This design comes from an exercise in tuning for small area on the open sky130 flow, not from production work.
The RTL was checked by simulation tests, not by an equivalence proof against the original design.
Power and IR drop assume default switching activity.

## design/flow/design.v

```verilog
module kt_seq_engine (
    input  wire         clk,
    input  wire         rst_n,        
    input  wire         start,
    input  wire         stop,
    input  wire         clr_trap,
    input  wire         cfg_we,
    input  wire [4:0]   cfg_addr,
    input  wire [63:0]  cfg_wdata,
    input  wire [4:0]   rd_addr,
    output reg  [63:0]  rd_data,
    output wire [11:0]  pc,
    input  wire [127:0] instr,
    output wire [11:0]  tm_addr_f,
    output wire [11:0]  tm_addr_t,
    output wire [11:0]  tm_addr_d,
    output wire [11:0]  tm_addr_z,
    input  wire [63:0]  tm_rdata_f,
    input  wire [63:0]  tm_rdata_t,
    input  wire [63:0]  tm_rdata_d,
    input  wire [63:0]  tm_rdata_z,
    input  wire         vec_ready,
    output wire         vec_valid,
    output wire [31:0]  vec_xa,
    output wire [31:0]  vec_ya,
    output wire [31:0]  vec_z,
    output wire [63:0]  vec_data,
    output wire [47:0]  vec_vctl,
    output wire         vec_mtag,
    output wire         vec_last,
    output wire [31:0]  vec_seq,
    input  wire         fail_in,
    input  wire         mres_valid,
    input  wire         mres_pass,
    input  wire [7:0]   trig,
    input  wire [15:0]  fcond,
    input  wire         slp,
    input  wire         slx,
    output wire [3:0]   evt_pulse,
    output wire         evt_post,
    output wire [15:0]  evt_payload,
    output wire         sl_req,
    output wire [3:0]   sl_prof,
    output wire [2:0]   state,
    output reg  [2:0]   stopc,
    output reg  [3:0]   trap_cause,
    output reg  [11:0]  trap_pc
);
    localparam [2:0] ST_IDLE = 3'd0, ST_RUN = 3'd2, ST_DONE = 3'd4, ST_TRAPPED = 3'd6;
    localparam [7:0] F_NOP = 8'h00, F_JMP = 8'h01, F_CALL = 8'h02, F_RET = 8'h03,
                     F_LOOP = 8'h04, F_LDLC = 8'h05, F_LDLCT = 8'h06, F_CMPLC = 8'h07,
                     F_WAIT = 8'h08, F_SETT = 8'h09, F_MATCH = 8'h0A, F_SLALOM = 8'h0B,
                     F_EVT = 8'h0C, F_CLRF = 8'h0D, F_STOP = 8'h0E;
    localparam [3:0] TC_ILLEGAL = 4'h2, TC_STACK_OVER = 4'h3, TC_STACK_UNDER = 4'h4,
                     TC_MATCH_TIMEOUT = 4'h6;
    localparam [4:0] R_X = 5'd0, R_Y = 5'd1, R_Z = 5'd2, R_XB = 5'd3, R_YB = 5'd4,
                     R_XL = 5'd5, R_YL = 5'd6, R_DMX = 5'd7,
                     R_LC0 = 5'd12, R_PRBS = 5'd20, R_TMR = 5'd21, R_DMY = 5'd22,
                     R_ENTRY = 5'd23, R_MTO = 5'd24, R_FLAGS = 5'd25, R_PCSP = 5'd26,
                     R_VCOUNT = 5'd27;
    reg  [2:0]  st;
    reg  [11:0] pc_r;
    reg  [31:0] x, y, z, xb, yb, xl, yl;
    reg  [31:0] dmx, dmy;
    reg  [63:0] d [0:3];
    reg  [31:0] lc [0:7];
    reg  [11:0] stk [0:15];
    reg  [4:0]  sp;
    reg  [30:0] prbs;
    reg  [31:0] tmr;
    reg  [11:0] entry;
    reg  [3:0]  mto;
    reg  [31:0] vcount;
    reg         f_fail, f_match, f_zero, f_cx, f_cy, f_timer;
    reg  [7:0]  f_trig;
    reg         mhold;        
    reg  [7:0]  mcnt;         
    integer i;
    wire [7:0]  flow  = instr[127:120];
    wire [23:0] fopd  = instr[119:96];
    wire [23:0] aop   = instr[95:72];
    wire [23:0] dop   = instr[71:48];
    wire [47:0] vctl  = instr[47:0];
    wire [11:0] tgt   = fopd[11:0];
    wire [5:0]  cc    = fopd[17:12];
    wire        neg   = fopd[18];
    wire        clr   = fopd[19];
    wire [2:0]  lcn   = fopd[22:20];
    wire [19:0] imm20 = fopd[19:0];
    wire [23:0] imm24 = fopd[23:0];
    wire [2:0]  xop   = aop[2:0];
    wire [2:0]  yop   = aop[5:3];
    wire [2:0]  zop   = aop[8:6];
    wire        carry = aop[9];
    wire        clrc  = aop[10];
    wire [11:0] taddr = aop[23:12];
    wire [2:0]  vsrc  = dop[2:0];
    wire        inv   = dop[3];
    wire        padv  = dop[4];
    wire [2:0]  dopc  = dop[7:5];
    wire [1:0]  dr    = dop[9:8];
    wire [11:0] daddr = dop[23:12];
    wire        emit  = vctl[0];
    reg cc_legal;
    always @(*) begin
        cc_legal = (cc <= 6'h0A) || (cc >= 6'h10 && cc <= 6'h17) || (cc >= 6'h20 && cc <= 6'h2F);
    end
    wire clr_ok = !clr || cc == 6'h01 || cc == 6'h02 || cc == 6'h04 || cc == 6'h05;
    reg flow_ok;
    always @(*) begin
        case (flow)
            F_NOP:    flow_ok = (fopd == 24'd0);
            F_JMP,
            F_CALL:   flow_ok = cc_legal && clr_ok && fopd[23:20] == 4'd0;
            F_RET:    flow_ok = cc_legal && clr_ok && fopd[23:20] == 4'd0 && tgt == 12'd0;
            F_LOOP:   flow_ok = fopd[19:12] == 8'd0 && fopd[23] == 1'b0;
            F_LDLC,
            F_CMPLC:  flow_ok = fopd[23] == 1'b0;
            F_LDLCT:  flow_ok = fopd[19:12] == 8'd0 && fopd[23] == 1'b0;
            F_WAIT:   flow_ok = cc_legal && clr_ok && fopd[23:20] == 4'd0 && tgt == 12'd0 &&
                                !(cc == 6'h00 && neg) && cc != 6'h07 && cc != 6'h08;
            F_SETT:   flow_ok = 1'b1;
            F_MATCH:  flow_ok = (fopd == 24'd0) && emit;
            F_SLALOM: flow_ok = cc_legal && fopd[11:4] == 8'd0 && !clr && fopd[23:20] == 4'd0;
            F_EVT:    flow_ok = fopd[7:5] == 3'd0;
            F_CLRF:   flow_ok = fopd[23:4] == 20'd0;
            F_STOP:   flow_ok = cc_legal && tgt == 12'd0 && !clr && fopd[22:20] == 3'd0;
            default:  flow_ok = 1'b0;
        endcase
    end
    wire illegal = !flow_ok || xop == 3'd7 || yop == 3'd7 ||
                   (carry && xop != 3'd1 && xop != 3'd2) ||
                   aop[11] || dop[11:10] != 2'd0;
    wire x_wrap = (xop == 3'd1 && x == xl) || (xop == 3'd2 && x == xb);
    wire y_step = !carry || x_wrap;
    wire y_wrap_raw = (yop == 3'd1 && y == yl) || (yop == 3'd2 && y == yb);
    wire y_wrap = y_step && y_wrap_raw;
    reg [31:0] x_nxt, y_nxt, z_nxt;
    always @(*) begin
        case (xop)
            3'd1:    x_nxt = x_wrap ? xb : x + 32'd1;
            3'd2:    x_nxt = x_wrap ? xl : x - 32'd1;
            3'd3:    x_nxt = xb;
            3'd4:    x_nxt = xl;
            3'd5:    x_nxt = y;
            3'd6:    x_nxt = tm_rdata_t[31:0];
            default: x_nxt = x;
        endcase
    end
    always @(*) begin
        if (!y_step) begin
            y_nxt = y;
        end else begin
            case (yop)
                3'd1:    y_nxt = y_wrap_raw ? yb : y + 32'd1;
                3'd2:    y_nxt = y_wrap_raw ? yl : y - 32'd1;
                3'd3:    y_nxt = yb;
                3'd4:    y_nxt = yl;
                3'd5:    y_nxt = x;
                3'd6:    y_nxt = tm_rdata_t[63:32];
                default: y_nxt = y;
            endcase
        end
    end
    always @(*) begin
        case (zop)
            3'd1:    z_nxt = z + 32'd1;
            3'd2:    z_nxt = z - 32'd1;
            3'd3:    z_nxt = 32'd0;
            3'd4:    z_nxt = x;
            3'd5:    z_nxt = y;
            3'd6:    z_nxt = {20'd0, taddr};
            3'd7:    z_nxt = tm_rdata_t[31:0];
            default: z_nxt = z;
        endcase
    end
    reg [63:0] prbs_word;
    reg [30:0] prbs_s;
    reg        prbs_b;
    integer    k;
    always @(*) begin
        prbs_s = prbs;
        for (k = 0; k < 64; k = k + 1) begin
            prbs_b = prbs_s[30] ^ prbs_s[27];
            prbs_s = {prbs_s[29:0], prbs_b};
            prbs_word[k] = prbs_b;
        end
    end
    wire [30:0] prbs_adv = prbs_s;
    wire inv_bit = ^(x & dmx) ^ ^(y & dmy);
    reg [63:0] vdata_raw;
    always @(*) begin
        case (vsrc)
            3'd0, 3'd1, 3'd2, 3'd3: vdata_raw = d[vsrc[1:0]];
            3'd4:    vdata_raw = prbs_word;
            3'd5:    vdata_raw = tm_rdata_d;
            3'd6:    vdata_raw = tm_rdata_z;
            default: vdata_raw = 64'd0;
        endcase
    end
    wire [63:0] vdata = (inv && inv_bit) ? ~vdata_raw : vdata_raw;
    wire [63:0] dsel = d[dr];
    reg  [63:0] d_nxt;
    always @(*) begin
        case (dopc)
            3'd1:    d_nxt = ~dsel;
            3'd2:    d_nxt = {dsel[62:0], dsel[63]};
            3'd3:    d_nxt = {dsel[0], dsel[63:1]};
            3'd4:    d_nxt = tm_rdata_d;
            3'd5:    d_nxt = prbs_word;
            3'd6:    d_nxt = dsel + 64'd1;
            3'd7:    d_nxt = tm_rdata_z;
            default: d_nxt = dsel;
        endcase
    end
    reg cond_raw;
    always @(*) begin
        case (cc)
            6'h00:   cond_raw = 1'b1;
            6'h01:   cond_raw = f_fail;
            6'h02:   cond_raw = f_match;
            6'h03:   cond_raw = f_zero;
            6'h04:   cond_raw = f_cx;
            6'h05:   cond_raw = f_cy;
            6'h06:   cond_raw = f_timer;
            6'h07:   cond_raw = x_wrap;
            6'h08:   cond_raw = y_wrap;
            6'h09:   cond_raw = slp;
            6'h0A:   cond_raw = slx;
            default: begin
                if (cc[5:3] == 3'b010)
                    cond_raw = f_trig[cc[2:0]];
                else if (cc[5:4] == 2'b10)
                    cond_raw = fcond[cc[3:0]];
                else
                    cond_raw = 1'b0;
            end
        endcase
    end
    wire cond = cond_raw ^ neg;
    wire running  = (st == ST_RUN);
    wire fetching = running && !stop && !mhold;
    wire [11:0] pc_next = pc_r + 12'd1;
    wire [31:0] lc_sel  = lc[lcn];
    wire is_call = (flow == F_CALL);
    wire is_ret  = (flow == F_RET);
    wire is_wait = (flow == F_WAIT);
    wire is_stop = (flow == F_STOP);
    wire trap_ill   = fetching && illegal;
    wire trap_over  = fetching && !illegal && is_call && cond && sp == 5'd16;
    wire trap_under = fetching && !illegal && is_ret && cond && sp == 5'd0;
    wire fetch_trap = trap_ill || trap_over || trap_under;
    wire wait_hold = is_wait && !cond;
    wire port_hold = emit && !vec_ready;
    wire issue = fetching && !fetch_trap && !wait_hold && !port_hold;
    wire mto_zero = (mto == 4'd0);
    wire [7:0] mlimit = mto_zero ? 8'd16 : {mto, 4'd0};
    wire match_timeout = running && !stop && mhold && !mres_valid && mcnt == mlimit;
    wire stop_taken = issue && is_stop && cond;
    wire uses_clr = (flow == F_JMP) || is_call || is_ret || is_wait;
    wire is_clrf  = (flow == F_CLRF);
    wire clr_fail  = issue && ((uses_clr && clr && cc == 6'h01) || (is_clrf && fopd[0]));
    wire clr_match = issue && ((uses_clr && clr && cc == 6'h02) || (is_clrf && fopd[1]));
    wire clr_cx    = issue && ((uses_clr && clr && cc == 6'h04) || (is_clrf && fopd[2]) || clrc);
    wire clr_cy    = issue && ((uses_clr && clr && cc == 6'h05) || (is_clrf && fopd[3]) || clrc);
    assign pc        = pc_r;
    assign tm_addr_f = fopd[11:0];
    assign tm_addr_t = taddr;
    assign tm_addr_d = daddr;
    assign tm_addr_z = z[11:0];
    assign vec_valid = issue && emit;
    assign vec_xa    = x;
    assign vec_ya    = y;
    assign vec_z     = z;
    assign vec_data  = vdata;
    assign vec_vctl  = vctl;
    assign vec_mtag  = (flow == F_MATCH);
    assign vec_last  = stop_taken;
    assign vec_seq   = vcount;
    assign evt_pulse   = (issue && flow == F_EVT) ? fopd[3:0] : 4'd0;
    assign evt_post    = issue && flow == F_EVT && fopd[4];
    assign evt_payload = fopd[23:8];
    assign sl_req      = issue && flow == F_SLALOM && cond;
    assign sl_prof     = fopd[3:0];
    assign state = st;
    wire [4:0]  rd_lc  = rd_addr - R_LC0;
    wire [4:0]  cfg_lc = cfg_addr - R_LC0;
    wire [13:0] flags = {f_timer, f_cy, f_cx, f_zero, f_trig, f_match, f_fail};
    always @(*) begin
        case (rd_addr)
            R_X:      rd_data = {32'd0, x};
            R_Y:      rd_data = {32'd0, y};
            R_Z:      rd_data = {32'd0, z};
            R_XB:     rd_data = {32'd0, xb};
            R_YB:     rd_data = {32'd0, yb};
            R_XL:     rd_data = {32'd0, xl};
            R_YL:     rd_data = {32'd0, yl};
            R_DMX:    rd_data = {32'd0, dmx};
            5'd8, 5'd9, 5'd10, 5'd11:
                      rd_data = d[rd_addr[1:0]];
            5'd12, 5'd13, 5'd14, 5'd15, 5'd16, 5'd17, 5'd18, 5'd19:
                      rd_data = {32'd0, lc[rd_lc[2:0]]};
            R_PRBS:   rd_data = {33'd0, prbs};
            R_TMR:    rd_data = {32'd0, tmr};
            R_DMY:    rd_data = {32'd0, dmy};
            R_ENTRY:  rd_data = {52'd0, entry};
            R_MTO:    rd_data = {60'd0, mto};
            R_FLAGS:  rd_data = {50'd0, flags};
            R_PCSP:   rd_data = {43'd0, sp, 4'd0, pc_r};
            R_VCOUNT: rd_data = {32'd0, vcount};
            default:  rd_data = 64'd0;
        endcase
    end
    wire cfg_ok = cfg_we && !running;
    always @(posedge clk) begin
        if (issue && is_call && cond)
            stk[sp[3:0]] <= pc_next;
    end
    always @(posedge clk) begin
        if (!rst_n) begin
            st         <= ST_IDLE;
            pc_r       <= 12'd0;
            x          <= 32'd0;
            y          <= 32'd0;
            z          <= 32'd0;
            xb         <= 32'd0;
            yb         <= 32'd0;
            xl         <= 32'hFFFF_FFFF;
            yl         <= 32'hFFFF_FFFF;
            dmx        <= 32'd0;
            dmy        <= 32'd0;
            for (i = 0; i < 4; i = i + 1) d[i] <= 64'd0;
            for (i = 0; i < 8; i = i + 1) lc[i] <= 32'd0;
            sp         <= 5'd0;
            prbs       <= 31'd1;
            tmr        <= 32'd0;
            entry      <= 12'd0;
            mto        <= 4'd0;
            vcount     <= 32'd0;
            f_fail     <= 1'b0;
            f_match    <= 1'b0;
            f_zero     <= 1'b0;
            f_cx       <= 1'b0;
            f_cy       <= 1'b0;
            f_timer    <= 1'b0;
            f_trig     <= 8'd0;
            mhold      <= 1'b0;
            mcnt       <= 8'd0;
            stopc      <= 3'd0;
            trap_cause <= 4'd0;
            trap_pc    <= 12'd0;
        end else begin
            f_trig <= trig;
            if (tmr != 32'd0)
                tmr <= tmr - 32'd1;
            if (tmr == 32'd1)
                f_timer <= 1'b1;
            if (fail_in)
                f_fail <= 1'b1;
            else if (clr_fail)
                f_fail <= 1'b0;
            if (clr_match)
                f_match <= 1'b0;
            if (clr_cx)
                f_cx <= 1'b0;
            if (clr_cy)
                f_cy <= 1'b0;
            case (st)
                ST_IDLE, ST_DONE: begin
                    if (start) begin
                        st      <= ST_RUN;
                        pc_r    <= entry;
                        sp      <= 5'd0;
                        vcount  <= 32'd0;
                        mhold   <= 1'b0;
                        f_fail  <= fail_in;
                        f_match <= 1'b0;
                        f_cx    <= 1'b0;
                        f_cy    <= 1'b0;
                    end
                end
                ST_TRAPPED: begin
                    if (clr_trap)
                        st <= ST_IDLE;
                end
                default: begin
                    if (stop) begin
                        st    <= ST_DONE;
                        stopc <= 3'd3;
                        mhold <= 1'b0;
                    end else if (mhold) begin
                        if (mres_valid) begin
                            mhold <= 1'b0;
                            if (mres_pass) begin
                                f_match <= 1'b1;
                            end else begin
                                f_match <= 1'b0;
                                f_fail  <= 1'b1;
                            end
                        end else if (match_timeout) begin
                            mhold      <= 1'b0;
                            st         <= ST_TRAPPED;
                            stopc      <= 3'd7;
                            trap_cause <= TC_MATCH_TIMEOUT;
                            trap_pc    <= pc_r;
                        end else begin
                            mcnt <= mcnt + 8'd1;
                        end
                    end else if (fetch_trap) begin
                        st      <= ST_TRAPPED;
                        stopc   <= 3'd7;
                        trap_pc <= pc_r;
                        if (trap_ill)
                            trap_cause <= TC_ILLEGAL;
                        else if (trap_over)
                            trap_cause <= TC_STACK_OVER;
                        else
                            trap_cause <= TC_STACK_UNDER;
                    end
                end
            endcase
            if (issue) begin
                pc_r <= pc_next;
                case (flow)
                    F_JMP: if (cond) pc_r <= tgt;
                    F_CALL: if (cond) begin
                        sp   <= sp + 5'd1;
                        pc_r <= tgt;
                    end
                    F_RET: if (cond) begin
                        sp   <= sp - 5'd1;
                        pc_r <= stk[sp[3:0] - 4'd1];
                    end
                    F_LOOP: begin
                        f_zero <= (lc_sel == 32'd0);
                        if (lc_sel != 32'd0) begin
                            lc[lcn] <= lc_sel - 32'd1;
                            pc_r    <= tgt;
                        end
                    end
                    F_LDLC:  lc[lcn] <= {12'd0, imm20};
                    F_LDLCT: lc[lcn] <= tm_rdata_f[31:0];
                    F_CMPLC: f_zero <= (lc_sel == {12'd0, imm20});
                    F_SETT: begin
                        tmr <= {8'd0, imm24};
                        if (imm24 != 24'd0)
                            f_timer <= 1'b0;
                        else
                            f_timer <= f_timer;
                    end
                    F_MATCH: begin
                        mhold <= 1'b1;
                        mcnt  <= 8'd1;
                    end
                    F_STOP: if (cond) begin
                        st    <= ST_DONE;
                        stopc <= 3'd1;
                    end
                    default: ;
                endcase
                x <= x_nxt;
                y <= y_nxt;
                z <= z_nxt;
                if (x_wrap) f_cx <= 1'b1;
                if (y_wrap) f_cy <= 1'b1;
                if (dopc != 3'd0)
                    d[dr] <= d_nxt;
                if (padv)
                    prbs <= prbs_adv;
                if (emit)
                    vcount <= vcount + 32'd1;
            end
            if (cfg_ok) begin
                case (cfg_addr)
                    R_X:     x   <= cfg_wdata[31:0];
                    R_Y:     y   <= cfg_wdata[31:0];
                    R_Z:     z   <= cfg_wdata[31:0];
                    R_XB:    xb  <= cfg_wdata[31:0];
                    R_YB:    yb  <= cfg_wdata[31:0];
                    R_XL:    xl  <= cfg_wdata[31:0];
                    R_YL:    yl  <= cfg_wdata[31:0];
                    R_DMX:   dmx <= cfg_wdata[31:0];
                    5'd8, 5'd9, 5'd10, 5'd11:
                             d[cfg_addr[1:0]] <= cfg_wdata;
                    5'd12, 5'd13, 5'd14, 5'd15, 5'd16, 5'd17, 5'd18, 5'd19:
                             lc[cfg_lc[2:0]] <= cfg_wdata[31:0];
                    R_PRBS:  prbs <= (cfg_wdata[30:0] == 31'd0) ? 31'd1 : cfg_wdata[30:0];
                    R_TMR: begin
                        tmr <= cfg_wdata[31:0];
                        if (cfg_wdata[31:0] != 32'd0)
                            f_timer <= 1'b0;
                        else
                            f_timer <= f_timer;
                    end
                    R_DMY:   dmy   <= cfg_wdata[31:0];
                    R_ENTRY: entry <= cfg_wdata[11:0];
                    R_MTO:   mto   <= cfg_wdata[3:0];
                    default: ;
                endcase
            end
        end
    end
endmodule
```

## design/flow/run.sh

```bash
#!/bin/bash
# synth_recipe.tcl (not shown) runs the flow's synth.tcl, then flattens the netlist and writes it again
# the make line also repeats each setting of config.mk as NAME=value (left out here)
make -C /OpenROAD-flow-scripts/flow DESIGN_CONFIG=/design/flow/config.mk WORK_HOME=/design/flow/orfs CLKGATE_MAP_FILE= SYNTH_SCRIPT=/design/flow/synth_recipe.tcl finish
```

## design/flow/config.mk

```make
export PLATFORM = sky130hd
export DESIGN_NAME = kt_seq_engine
export DESIGN_NICKNAME = kt_seq_engine
export VERILOG_FILES = /design/flow/design.v
export SDC_FILE = /design/flow/constraint.sdc
export NUM_CORES = 4
export LEC_CHECK = 0
export CAP_MARGIN = 20
export CORE_MARGIN = 2
export CORE_UTILIZATION = 40
export PLACE_DENSITY = 0.6
export SLEW_MARGIN = 20
```

## design/flow/constraint.sdc

```tcl
create_clock -name core_clock -period 10.0 [get_ports {clk}]
set_input_delay 2.0000 -clock core_clock [delete_from_list [all_inputs] [get_ports {clk}]]
set_output_delay 2.0000 -clock core_clock [all_outputs]
set_load 0.01 [all_outputs]
```

==> summary.txt <==
-- flip-flops by register name (all words and copies together), names as in the netlist, 32 cells and up --
signal	cells
d	256
dmx	32
dmy	32
lc	256
stk	192
tmr	32
vcount	32
x	32
xb	32
xl	32
y	32
yb	32
yl	32
z	32
-- kinds of logic after synthesis --
logic type	Yosys count	synth area share [%]
and+or+nand+nor	2804	16.6
xor gates and xnor gates	572	6.38
muxes	653	14.8
AOI/OAI and AO/OA	1878	16.8
other	1	0.00478
adders and majority gates	48	0.774
buffers and inverters	1071	5.94
DFF	1164	38.7
-- through the flow --
| step | hold WS (ps) | setup slack, ps |
|---|---|---|
| floorplan | 449 | 1330 |
| global placement | 457 | 1250 |
| detailed placement | 466 | 1260 |
| CTS | 475 | 1260 |
| global route | 490 | 800 |
| finish | 477 | 907 |
-- cells in the final DEF, fill, tap and decap left out, drive strengths merged, types with 175 or more instances in the layout --
cell / netlist / routed
nor3: 183 / 183
edfxtp: 704 / 704
clkdlybuf4s50: 0 / 741
a22oi: 345 / 345
clkbuf: 586 / 175
mux2i: 237 / 237
xnor2: 274 / 274
nand2: 1007 / 1007
a21oi: 401 / 401
buf: 308 / 363
nand3: 260 / 260
o21ai: 330 / 330
inv: 176 / 183
dfxtp: 460 / 460
mux4: 405 / 405
nor2: 733 / 733
xor2: 298 / 298
-- worst max-delay path, delay by kind of cell --
kind | cells | cell delay, ps
buf+inv | 4 | 1530
compound gates | 2 | 680
simple gates | 6 | 2850
-- path summary, 6_finish.rpt --
| kind | slack [ps] | startpoint | endpoint | cells past startpoint |
|---|---|---|---|---|
| setup / recovery | 910 | instr[108] | vec_last | 12 |
| hold / removal | 480 | dmy[11]$_SDFFE_PN0P_ | dmy[11]$_SDFFE_PN0P_ | 2 |
| setup reg to reg | 3750 | y[9]$_SDFF_PN0_ | d[3][36]$_DFFE_PP_ | 14 |
| hold reg to reg | 480 | dmy[11]$_SDFFE_PN0P_ | dmy[11]$_SDFFE_PN0P_ | 2 |
-- routing by layer --
layer / up-vias / wire (µm) / track usage [%] / part of all wire (%)
met1: 39300 / 161000 / 54.1 / 35
met2: 6892 / 192000 / 64.2 / 41
met5: - / 123 / 0.0733 / 0.027
li1: 31500 / - / - / -
met4: 18 / 47600 / 37.9 / 10
met3: 1826 / 62700 / 15.8 / 14
-- layout make-up --
cell class / instances / area share, %
sequential: 1164 / 32.5
inverter: 177 / 0.718
clock inverter: 78 / 1.06
antenna: 50 / 0.134
tap: 2624 / 3.52
timing repair buffer: 1106 / 11.0
multi-input combinational: 5956 / 47.1
clock buffer: 173 / 3.96
-- power breakdown --
part | internal [mW] | switching (mW)
Combinational | 1.00 | 1.69
Clock | 2.97 | 2.40
Sequential | 5.25 | 0.246
Total | 9.21 | 4.34
==> results.yml <==
setup_path:
  path_max_fanout: 8
  crit_path_end_kind: "primary output"
  slowest_delay_ps: 960
  cp.arrival_ps: 7090
  worstSetupPathType: "in2out"
  critPathRequiredTime_ps: 8000
  worstPathCellList: "clkdlybuf4s50_1 -> nor3_1 -> nand3_1 -> nor4_1 -> a21oi_1 -> buf_4 -> o311ai_0 -> nor2_1 -> buf_4 -> nor3_2 -> and3_1 -> clkdlybuf4s50_1"
  start_kind: "input pin"
  cp_slowest_cell: "nand3_1"
logic_synthesis:
  yosysWarnings: 1
  synthTopCellsByArea: "edfxtp_1, dfxtp_1, mux4_2, nand2_1, nor2_1"
  synth.cell_area_mm2: 0.0785
  synth_top_area_share_pct: 26.9
  ys_ff_latch: 1164
  synth_edf_count: 704
  yosysSeqAreaShare_pct: 38.7
  yosysMostFrequentCell: "nand2_1"
  synth.avg_cell_area_um2: 9.59
  async_flop_share_pct: 0
  synthesis.nets: 8733
  synthFlopType: "edfxtp_1"
  yosysTopAreaCell: "edfxtp_1"
  synth.distinct_cells: 100
  synth_common_cells: "nand2_1, nor2_1, edfxtp_1, clkbuf_1, dfxtp_1"
  synth_cells: 8191
die:
  num_rows: 162
  io_pins: 909
  die_x_um: 447
  die_area_mm2: 0.200
  placeableCoreArea_mm2: 0.195
  initial_utilization_pct: 40.3
  die_h_um: 447
drt:
  antenna_left: 0
  wirelength_mm: 463
  first_pass_iters: 9
  drc: 0
  drt-wirelength-per-cell_um: 40.9
  vias: 79500
  viasPerCell: 7.01
  drt_iter0_drc: 13900
clock_tree:
  postCtsSetupRepairBufs: 0
  hold_buffers: 0
  cts_tree: "yes"
  clock_path_buffers: 3
  clock_sinks: 1164
  clkLatencyLatePin_ps: 880
  cts_buffers: 139
  clockRootBuffer: "clkbuf_16"
  clkTransAtPathRegs_ps: 60
  post_cts_resized: 0
  htree_num_levels: 4
power:
  p_leak_nw: 32.5
  ir_worst_vdd_mv: 0.149
  power_density_mw_per_mm2: 145
  p_total_mw: 13.6
timing:
  hold_violations: 0
  maxSlewViolCount: 0
  finalSetupViolations: 0
  slew_headroom_pct: 6.71
  tightest_slew_ps: 1400
  clock_skew_ps: 55.3
  rsz0062_at_grt: "no"
  finalCriticalPeriod_ps: 9090
  tns_ps: 0
  timing.fmax_ghz: 0.110
  finalCritPeriodShare_pct: 90.9
placed_design:
  gp_congestion: 1.12
  port_buffers: 757
  placed_cell_area_mm2: 0.0884
  dpl.cell_count: 11000
  hpwl_mm: 333
final_layout:
  layout-drive-gt1-share_pct: 13.8
  finalNetCount: 9086
  fillers: 18400
  multi_input_area_mm2: 0.0440
  area_delta_synth_final_pct: 18.9
  final-instance-count-excl-fill: 11300
  seqCellArea_mm2: 0.0304
  fin_util_pct: 47.9
  design_area_mm2: 0.0934
grt:
  gr-total-overflow: 0
  grt_pass1_wl_mm: 619
  grtUsageTotal_pct: 45.0
  antenna_found_initial: 58
  grt_start_max_net_pins: 87
  grt_pass1_vias: 72900
worst_hold_path:
  hold_path.class: "reg2reg"
run:
  max_cap_violations: 0
outcome:
  outcome: "no timing/DRC/antenna violations"

-- separate check: timing with driven ports --
Ports are ideal in the flow. The routed layout listed here was re-timed in OpenROAD. Step 1 (the two cells are an assumption about what drives the block):
set clk [get_ports {clk}]
set_driving_cell -lib_cell sky130_fd_sc_hd__clkbuf_16 $clk
set_driving_cell -lib_cell sky130_fd_sc_hd__buf_2 [delete_from_list [all_inputs] $clk]
Step 2 adds t to the input delays and takes it off the output delays; t is the mean of the earliest and latest rising clock arrival at the registers after step 1. Input paths then give back, and output paths get back, about the clock's delay inside the block. Slacks: ideal / step 1 / step 2; pairs: ideal / step 1.
shift t [ns]: 0.947
setup WS [ns]: 0.907 / 0.876 / 0.876
clock arrival spread, ns: 0.055 / 0.055
After both steps setup and hold are still met in this run. The setup slack of this run moves by -0.031 ns with the drivers and by -0.031 ns with both steps.
